Context: an optimization exercise on an open-source flow, tuned for small area and few clock cycles. The choices shown serve that exercise and are no tape-out recipe. At most, simulation tests tie the RTL to the original design; equivalence was not proved. Power and IR drop assume default switching activity.

==> try-quartz: inputs <==
==> flow/design.v (excerpt) <==
module tdc_calc (
    input  wire        clk,
    input  wire        rst,           
    input  wire        cmd_valid,
    output wire        cmd_ready,
    input  wire [1:0]  cmd_op,        
    input  wire [23:0] cmd_s1,        
    input  wire [23:0] cmd_s2,        
    input  wire [31:0] cmd_r,         
    input  wire [20:0] cmd_k_start,   
    input  wire [20:0] cmd_k_stop,    
    output reg         cal_done,
    output reg         cal_pass,
    output wire [31:0] gain,
    output wire [15:0] offset,
    output wire [31:0] m1,
    output wire [31:0] m2,
    output reg         res_done,
    output wire [47:0] value,
    output wire [31:0] vmin,
    output wire [31:0] vmax,
    output wire        order_rev,
    output wire        below_res,
    output wire [15:0] shots,
    output wire [15:0] rev
);
    localparam OP_CAL = 2'd0, OP_START = 2'd1, OP_SHOT = 2'd2, OP_END = 2'd3;
    localparam K  = 3;                  
    localparam ND = 33 / K;             
    localparam NS = 21 / K;             
    localparam S_IDLE = 3'd0, S_CDIV = 3'd1, S_M3 = 3'd5, S_OFS = 3'd2, S_EPREP = 3'd3,
               S_EDIV = 3'd4;
    reg [2:0] state;
    reg [3:0] step;
    assign cmd_ready = state == S_IDLE || (state == S_OFS && cmd_op == OP_START);
    wire accept   = cmd_valid && cmd_ready;
    wire is_cal   = accept && cmd_op == OP_CAL;
    wire is_start = accept && cmd_op == OP_START;
    wire is_shot  = accept && cmd_op == OP_SHOT;
    wire is_end   = accept && cmd_op == OP_END;
    reg signed [26:0] dlt;
    reg        [28:0] dlt3;             
    reg        [8:0]  ou;
    reg               ob;
    reg        [11:0] m1q;
    reg        [12:0] m2q;
    wire       [8:0]  ofs_v;
    tdc_inc #(.W(9)) u_oinc (.a(ou), .ci(ob), .s(ofs_v));
  ...
clock: 30.0 ns
lec_check: 0
cap_margin: 20
cell_pad_in_sites_detail_placement: 2
cell_pad_in_sites_global_placement: 2
core_margin: 2
core_utilization: 30
slew_margin: 20
synth_hierarchical: 1
synth_minimum_keep_size: 0
run.sh (not shown) runs the stock make flow with config.mk's settings and CLKGATE_MAP_FILE= SYNTH_SCRIPT=/design/flow/synth_recipe.tcl, a recipe that flattens the netlist after the stock synthesis.
==> try-juniper: changes against try-quartz <==
--- a/flow/design.v
+++ b/flow/design.v
@@ -68,31 +68,26 @@
 );
     wire [W:0] c;
     assign c[0] = 1'b1;
     tdc_cmp u_cmp [W-1:0] (.a(a), .b(b), .c(c[W-1:0]), .co(c[W:1]));
     assign ge = c[W];
 endmodule
-module tdc_mx (
-    input  wire s,
-    input  wire a,
-    input  wire b,
-    output wire y
-);
-    assign y = s ? a : b;
-endmodule
 module tdc_dstep (
-    input  wire [15:0] r_in,
+    input  wire [16:0] r_in,
     input  wire        qb,
-    input  wire [15:0] dn,
-    output wire [15:0] r_out,
-    output wire        fit
+    input  wire [15:0] d,
+    output wire [16:0] r_out,
+    output wire        q
 );
-    wire [16:0] sh = {r_in, qb};
-    wire [16:0] df;
-    tdc_add #(.W(17)) u_sub (.a(sh), .b({1'b1, dn}), .ci(1'b1), .s(df), .co(fit));
-    tdc_mx u_mx [15:0] (.s(fit), .a(df[15:0]), .b(sh[15:0]), .y(r_out));
+    wire        sub = !r_in[16];
+    wire [17:0] sm;
+    wire        co;
+    tdc_add #(.W(18)) u_add (.a({r_in, qb}), .b({{2{sub}}, d ^ {16{sub}}}), .ci(sub),
+                             .s(sm), .co(co));
+    assign r_out = sm[16:0];
+    assign q     = !sm[16];
 endmodule
 module tdc_mul (
     input  wire [26:0] d,
     input  wire [28:0] d3,
     input  wire [31:0] rn,                 
     input  wire [8:0]  on,                 
@@ -1220,23 +1215,23 @@
     assign t1036 = rn[29];
     wire t1037, t1038;
     assign t1037 = ~rn[30];
     assign t1038 = rn[30];
     wire [62:0] an = {1'b0, ~rn[31], t1037, t1035, t1033, t1031, t1029, t1027, t1025, t1023, t1021, t1019, t1017, t1015, t1013, t1011, t1009, t1007, t1005, t1003, t1001, t999, t997, t995, t993, t991, t989, t987, t985, t983, t981, t979, t977, t975, t973, t971, t969, t967, t965, t963, t961, t959, t957, t955, t953, t951, t949, t947, t945, t943, t941, t939, t937, t935, t933, t931, t929, t927, t925, t923, t921, pn0[1], pn0[0]};
     wire [62:0] bn = {1'b1, t1038, t1036, t1034, t1032, t1030, t1028, t1026, t1024, t1022, t1020, t1018, t1016, t1014, t1012, t1010, t1008, t1006, t1004, t1002, t1000, t998, t996, t994, t992, t990, t988, t986, t984, t982, t980, t978, t976, t974, t972, t970, t968, t966, t964, t962, t960, t958, t956, t954, t952, t950, t948, t946, t944, t942, t940, t938, t936, t934, t932, t930, t928, t926, t924, t922, ~rc[2], ~rc[1], ~rc[0]};
-    wire [32:0] cl;                   
+    wire [44:0] cl;                   
     assign cl[0] = 1'b1;
     wire [62:0] wn;
-    tdc_fa u_lo [31:0] (.a(an[31:0]), .b(bn[31:0]), .c(cl[31:0]), .s(wn[31:0]), .co(cl[32:1]));
-    wire [62:32] h0, h1;
-    wire [63:32] c0, c1;
-    assign c0[32] = 1'b1;               
-    assign c1[32] = 1'b0;               
-    tdc_fa u_h0 [62:32] (.a(an[62:32]), .b(bn[62:32]), .c(c0[62:32]), .s(h0), .co(c0[63:33]));
-    tdc_fa u_h1 [62:32] (.a(an[62:32]), .b(bn[62:32]), .c(c1[62:32]), .s(h1), .co(c1[63:33]));
-    assign wn[62:32] = cl[32] ? h0 : h1;
+    tdc_fa u_lo [43:0] (.a(an[43:0]), .b(bn[43:0]), .c(cl[43:0]), .s(wn[43:0]), .co(cl[44:1]));
+    wire [62:44] h0, h1;
+    wire [63:44] c0, c1;
+    assign c0[44] = 1'b1;               
+    assign c1[44] = 1'b0;               
+    tdc_fa u_h0 [62:44] (.a(an[62:44]), .b(bn[62:44]), .c(c0[62:44]), .s(h0), .co(c0[63:45]));
+    tdc_fa u_h1 [62:44] (.a(an[62:44]), .b(bn[62:44]), .c(c1[62:44]), .s(h1), .co(c1[63:45]));
+    assign wn[62:44] = cl[44] ? h0 : h1;
     assign w = ~wn;
 endmodule
 module tdc_calc (
     input  wire        clk,
     input  wire        rst,           
     input  wire        cmd_valid,
@@ -1335,23 +1330,22 @@
                  (dm[15:10] == 6'b011111 || dm[15:10] == 6'b100000 || dm[15:0] == 16'h8400);
     wire cal_ok = s1_ok && dm_ok;
     wire [11:0] m1_new;
     wire [12:0] m2_new;
     tdc_inc #(.W(12)) u_m1 (.a(cmd_s1[15:4]), .ci(cmd_s1[3]), .s(m1_new));
     tdc_inc #(.W(13)) u_m2 (.a(cmd_s2[16:4]), .ci(cmd_s2[3]), .s(m2_new));
-    wire [15:0] cnt_n = ~cnt;
-    wire [15:0] dr [0:K];
+    wire [16:0] dr [0:K];
     wire [32:0] dq [0:K];
-    assign dr[0] = acc[48:33];
+    assign dr[0] = acc[49:33];
     assign dq[0] = acc[32:0];
     genvar gi;
     generate
         for (gi = 0; gi < K; gi = gi + 1) begin : g_div
-            wire fit;
-            tdc_dstep u_step (.r_in(dr[gi]), .qb(dq[gi][32]), .dn(cnt_n), .r_out(dr[gi+1]), .fit(fit));
-            assign dq[gi+1] = {dq[gi][31:0], fit};
+            wire qbit;
+            tdc_dstep u_step (.r_in(dr[gi]), .qb(dq[gi][32]), .d(cnt), .r_out(dr[gi+1]), .q(qbit));
+            assign dq[gi+1] = {dq[gi][31:0], qbit};
         end
     endgenerate
     wire [31:0] mag = acc[32:1];
     wire [32:0] sval;
     tdc_inc #(.W(33)) u_neg (.a({1'b0, mag} ^ {33{sgn}}), .ci(sgn), .s(sval));
     assign value     = {{15{sval[32]}}, sval};
@@ -1398,13 +1392,13 @@
                         cal_done <= 1'b1;
                     end
                 end
                 if (is_end) state <= S_EPREP;
             end
             S_CDIV: begin
-                acc[48:0] <= {dr[K], dq[K]};
+                acc[49:0] <= {dr[K], dq[K]};
                 step      <= step + 4'd1;
                 if (step == ND - 1) begin
                     dlt   <= dq[K][28:2];             
                     state <= S_M3;
                 end
             end
@@ -1428,13 +1422,13 @@
                     state    <= S_IDLE;
                 end else begin
                     state    <= S_EDIV;
                 end
             end
             S_EDIV: begin
-                acc[48:0] <= {dr[K], dq[K]};
+                acc[49:0] <= {dr[K], dq[K]};
                 step      <= step + 4'd1;
                 if (step == (big ? ND - 1 : NS - 1)) begin
                     res_done <= 1'b1;
                     state    <= S_IDLE;
                 end
             end
Settings changed: CTS_BUF_LIST set to sky130_fd_sc_hd__clkbuf_8, CTS_CLUSTER_DIAMETER set to 50, CTS_CLUSTER_SIZE set to 20.
==> run notes <==
Against try-quartz, the combinational power of try-juniper is higher by about 60%.
In try-quartz the synthesized cell count is higher than in try-juniper, by about 0.2%.
Against try-quartz, the clock-buffer cell count of try-juniper is lower by 3.
In try-juniper the global-route usage is higher than in try-quartz, by 0.83 points.
Testbench counts of try-quartz, summed over its fixed seeds: cycles 30,203.
Testbench counts of try-juniper, summed over its fixed seeds: cycles 30,203.

---

==> build 84: inputs <==
tdc_calc, a different RTL version from the one above (not shown whole).
clock: 30.0 ns
lec_check: 0
cap_margin: 20
cell_pad_in_sites_detail_placement: 2
cell_pad_in_sites_global_placement: 2
core_margin: 2
core_utilization: 30
gpl_timing_driven: 0
slew_margin: 20
synth_hierarchical: 1
synth_minimum_keep_size: 0
==> trial 72: changes against build 84 <==
--- a/flow/design.v
+++ b/flow/design.v
@@ -68,24 +68,27 @@
 );
     wire [W:0] c;
     assign c[0] = 1'b1;
     tdc_cmp u_cmp [W-1:0] (.a(a), .b(b), .c(c[W-1:0]), .co(c[W:1]));
     assign ge = c[W];
 endmodule
 module tdc_dstep (
-    input  wire [15:0] r_in,
+    input  wire [16:0] r_in,
     input  wire        qb,
     input  wire [15:0] d,
-    output wire [15:0] r_out,
-    output wire        fit
+    output wire [16:0] r_out,
+    output wire        q
 );
-    wire [16:0] sh = {r_in, qb};
-    wire [16:0] df;
-    tdc_add #(.W(17)) u_sub (.a(sh), .b(~{1'b0, d}), .ci(1'b1), .s(df), .co(fit));
-    assign r_out = fit ? df[15:0] : sh[15:0];
+    wire        sub = !r_in[16];
+    wire [17:0] sm;
+    wire        co;
+    tdc_add #(.W(18)) u_add (.a({r_in, qb}), .b({{2{sub}}, d ^ {16{sub}}}), .ci(sub),
+                             .s(sm), .co(co));
+    assign r_out = sm[16:0];
+    assign q     = !sm[16];
 endmodule
 module tdc_mul (
     input  wire [26:0] d,
     input  wire [28:0] d3,
     input  wire [31:0] rn,                 
     input  wire [8:0]  on,                 
     input  wire        ob,
@@ -1326,24 +1329,24 @@
     wire dm_ok = dm[24:16] == 9'd0 &&
                  (dm[15:10] == 6'b011111 || dm[15:10] == 6'b100000 || dm[15:0] == 16'h8400);
     wire cal_ok = s1_ok && dm_ok;
     wire [11:0] m1_new;
     wire [12:0] m2_new;
     tdc_inc #(.W(12)) u_m1 (.a(cmd_s1[15:4]), .ci(cmd_s1[3]), .s(m1_new));
     tdc_inc #(.W(13)) u_m2 (.a(cmd_s2[16:4]), .ci(cmd_s2[3]), .s(m2_new));
-    wire [15:0] dr [0:K];
+    wire [16:0] dr [0:K];
     wire [32:0] dq [0:K];
-    assign dr[0] = acc[48:33];
+    assign dr[0] = acc[49:33];
     assign dq[0] = acc[32:0];
     genvar gi;
     generate
         for (gi = 0; gi < K; gi = gi + 1) begin : g_div
-            wire fit;
-            tdc_dstep u_step (.r_in(dr[gi]), .qb(dq[gi][32]), .d(cnt), .r_out(dr[gi+1]), .fit(fit));
-            assign dq[gi+1] = {dq[gi][31:0], fit};
+            wire qbit;
+            tdc_dstep u_step (.r_in(dr[gi]), .qb(dq[gi][32]), .d(cnt), .r_out(dr[gi+1]), .q(qbit));
+            assign dq[gi+1] = {dq[gi][31:0], qbit};
         end
     endgenerate
     wire [31:0] mag = acc[32:1];
     wire [32:0] sval;
     tdc_inc #(.W(33)) u_neg (.a({1'b0, mag} ^ {33{sgn}}), .ci(sgn), .s(sval));
     assign value     = {{15{sval[32]}}, sval};
     assign order_rev = sval[32];
@@ -1388,15 +1391,15 @@
                     end else begin
                         cal_done <= 1'b1;
                     end
                 end
                 if (is_end) state <= S_EPREP;
             end
             S_CDIV: begin
-                acc[48:0] <= {dr[K], dq[K]};
+                acc[49:0] <= {dr[K], dq[K]};
                 step      <= step + 4'd1;
                 if (step == ND - 1) begin
                     dlt   <= dq[K][28:2];             
                     state <= S_M3;
                 end
             end
             S_M3: begin
@@ -1418,15 +1421,15 @@
                     res_done <= 1'b1;
                     state    <= S_IDLE;
                 end else begin
                     state    <= S_EDIV;
                 end
             end
             S_EDIV: begin
-                acc[48:0] <= {dr[K], dq[K]};
+                acc[49:0] <= {dr[K], dq[K]};
                 step      <= step + 4'd1;
                 if (step == (big ? ND - 1 : NS - 1)) begin
                     res_done <= 1'b1;
                     state    <= S_IDLE;
                 end
             end
             default: state <= S_IDLE;
- CTS_BUF_LIST: default -> sky130_fd_sc_hd__clkbuf_8
- CTS_CLUSTER_DIAMETER: default -> 60
- CTS_CLUSTER_SIZE: default -> 15
- GPL_TIMING_DRIVEN: 0 -> default
==> build 95: changes against build 84 <==
--- a/flow/design.v
+++ b/flow/design.v
@@ -67,25 +67,33 @@
     output wire         ge
 );
     wire [W:0] c;
     assign c[0] = 1'b1;
     tdc_cmp u_cmp [W-1:0] (.a(a), .b(b), .c(c[W-1:0]), .co(c[W:1]));
     assign ge = c[W];
 endmodule
+module tdc_mx (
+    input  wire s,
+    input  wire a,
+    input  wire b,
+    output wire y
+);
+    assign y = s ? a : b;
+endmodule
 module tdc_dstep (
     input  wire [15:0] r_in,
     input  wire        qb,
-    input  wire [15:0] d,
+    input  wire [15:0] dn,
     output wire [15:0] r_out,
     output wire        fit
 );
     wire [16:0] sh = {r_in, qb};
     wire [16:0] df;
-    tdc_add #(.W(17)) u_sub (.a(sh), .b(~{1'b0, d}), .ci(1'b1), .s(df), .co(fit));
-    assign r_out = fit ? df[15:0] : sh[15:0];
+    tdc_add #(.W(17)) u_sub (.a(sh), .b({1'b1, dn}), .ci(1'b1), .s(df), .co(fit));
+    tdc_mx u_mx [15:0] (.s(fit), .a(df[15:0]), .b(sh[15:0]), .y(r_out));
 endmodule
 module tdc_mul (
     input  wire [26:0] d,
     input  wire [28:0] d3,
     input  wire [31:0] rn,                 
     input  wire [8:0]  on,                 
     input  wire        ob,
@@ -1326,23 +1334,24 @@
     wire dm_ok = dm[24:16] == 9'd0 &&
                  (dm[15:10] == 6'b011111 || dm[15:10] == 6'b100000 || dm[15:0] == 16'h8400);
     wire cal_ok = s1_ok && dm_ok;
     wire [11:0] m1_new;
     wire [12:0] m2_new;
     tdc_inc #(.W(12)) u_m1 (.a(cmd_s1[15:4]), .ci(cmd_s1[3]), .s(m1_new));
     tdc_inc #(.W(13)) u_m2 (.a(cmd_s2[16:4]), .ci(cmd_s2[3]), .s(m2_new));
+    wire [15:0] cnt_n = ~cnt;
     wire [15:0] dr [0:K];
     wire [32:0] dq [0:K];
     assign dr[0] = acc[48:33];
     assign dq[0] = acc[32:0];
     genvar gi;
     generate
         for (gi = 0; gi < K; gi = gi + 1) begin : g_div
             wire fit;
-            tdc_dstep u_step (.r_in(dr[gi]), .qb(dq[gi][32]), .d(cnt), .r_out(dr[gi+1]), .fit(fit));
+            tdc_dstep u_step (.r_in(dr[gi]), .qb(dq[gi][32]), .dn(cnt_n), .r_out(dr[gi+1]), .fit(fit));
             assign dq[gi+1] = {dq[gi][31:0], fit};
         end
     endgenerate
     wire [31:0] mag = acc[32:1];
     wire [32:0] sval;
     tdc_inc #(.W(33)) u_neg (.a({1'b0, mag} ^ {33{sgn}}), .ci(sgn), .s(sval));
     assign value     = {{15{sval[32]}}, sval};
- CTS_BUF_LIST: default -> sky130_fd_sc_hd__clkbuf_8
- CTS_CLUSTER_DIAMETER: default -> 60
- CTS_CLUSTER_SIZE: default -> 15
- GPL_TIMING_DRIVEN: 0 -> default
==> summary of the runs <==
- Of trial 72 and build 95, build 95 has the higher via count (gap about 0.5%, measured against build 95).
- Combinational power, highest first: trial 72, build 84, build 95.
- Build 95 passed the timing, DRC and antenna checks. Build 84 completed without violations. Trial 72 passed the timing, DRC and antenna checks.
- First-iteration DRC count: build 84 > trial 72 > build 95.
- Sequential share of layout area: trial 72 > build 95 > build 84.
Testbench counts of trial 72, summed over its fixed seeds: cycles 30,203.
Testbench counts of build 95, summed over its fixed seeds: cycles 30,203.
For build 84, only the layout was checked, not whether the RTL still works.

-- separate check: timing with driven ports --
The flow's constraints put no driver on any port. The routed layouts listed below were extracted and timed again, unchanged, in two steps.
Step 1, drivers: a clkbuf_16 drives clk and a buf_2 each remaining input, both assumed.
Step 2, shift: input delay + t, output delay - t, t = (earliest + latest rising clock arrival at the registers) / 2. This alone moves slack from input paths to output paths.
a / b / c = ideal / step 1 / step 2; a / b = the first two.
| run | shift t [ns] | setup WS [ns] | hold WS [ns] | latest minus earliest clock arrival (ns) | worst register clock-pin slew, ns |
|---|---|---|---|---|---|
| try-quartz | 0.656 | 4.025 / 4.025 / 4.025 | 0.457 / 0.457 / 0.457 | 0.042 / 0.042 | 0.07 / 0.07 |
| try-juniper | 0.715 | 3.172 / 3.194 / 2.480 | 0.473 / 0.473 / 0.473 | 0.060 / 0.061 | 0.09 / 0.09 |
| build 84 | 0.638 | 4.023 / 4.023 / 4.023 | 0.474 / 0.474 / 0.474 | 0.037 / 0.038 | 0.06 / 0.06 |
| trial 72 | 0.685 | 4.116 / 4.116 / 4.116 | 0.471 / 0.471 / 0.471 | 0.060 / 0.061 | 0.11 / 0.11 |
| build 95 | 0.752 | 3.976 / 3.976 / 3.976 | 0.459 / 0.459 / 0.459 | 0.069 / 0.070 | 0.09 / 0.09 |
After both steps setup and hold are still met in every run listed. For try-juniper, which loses most, drivers alone change the setup slack by +0.022 ns; drivers and shift together by -0.692 ns.
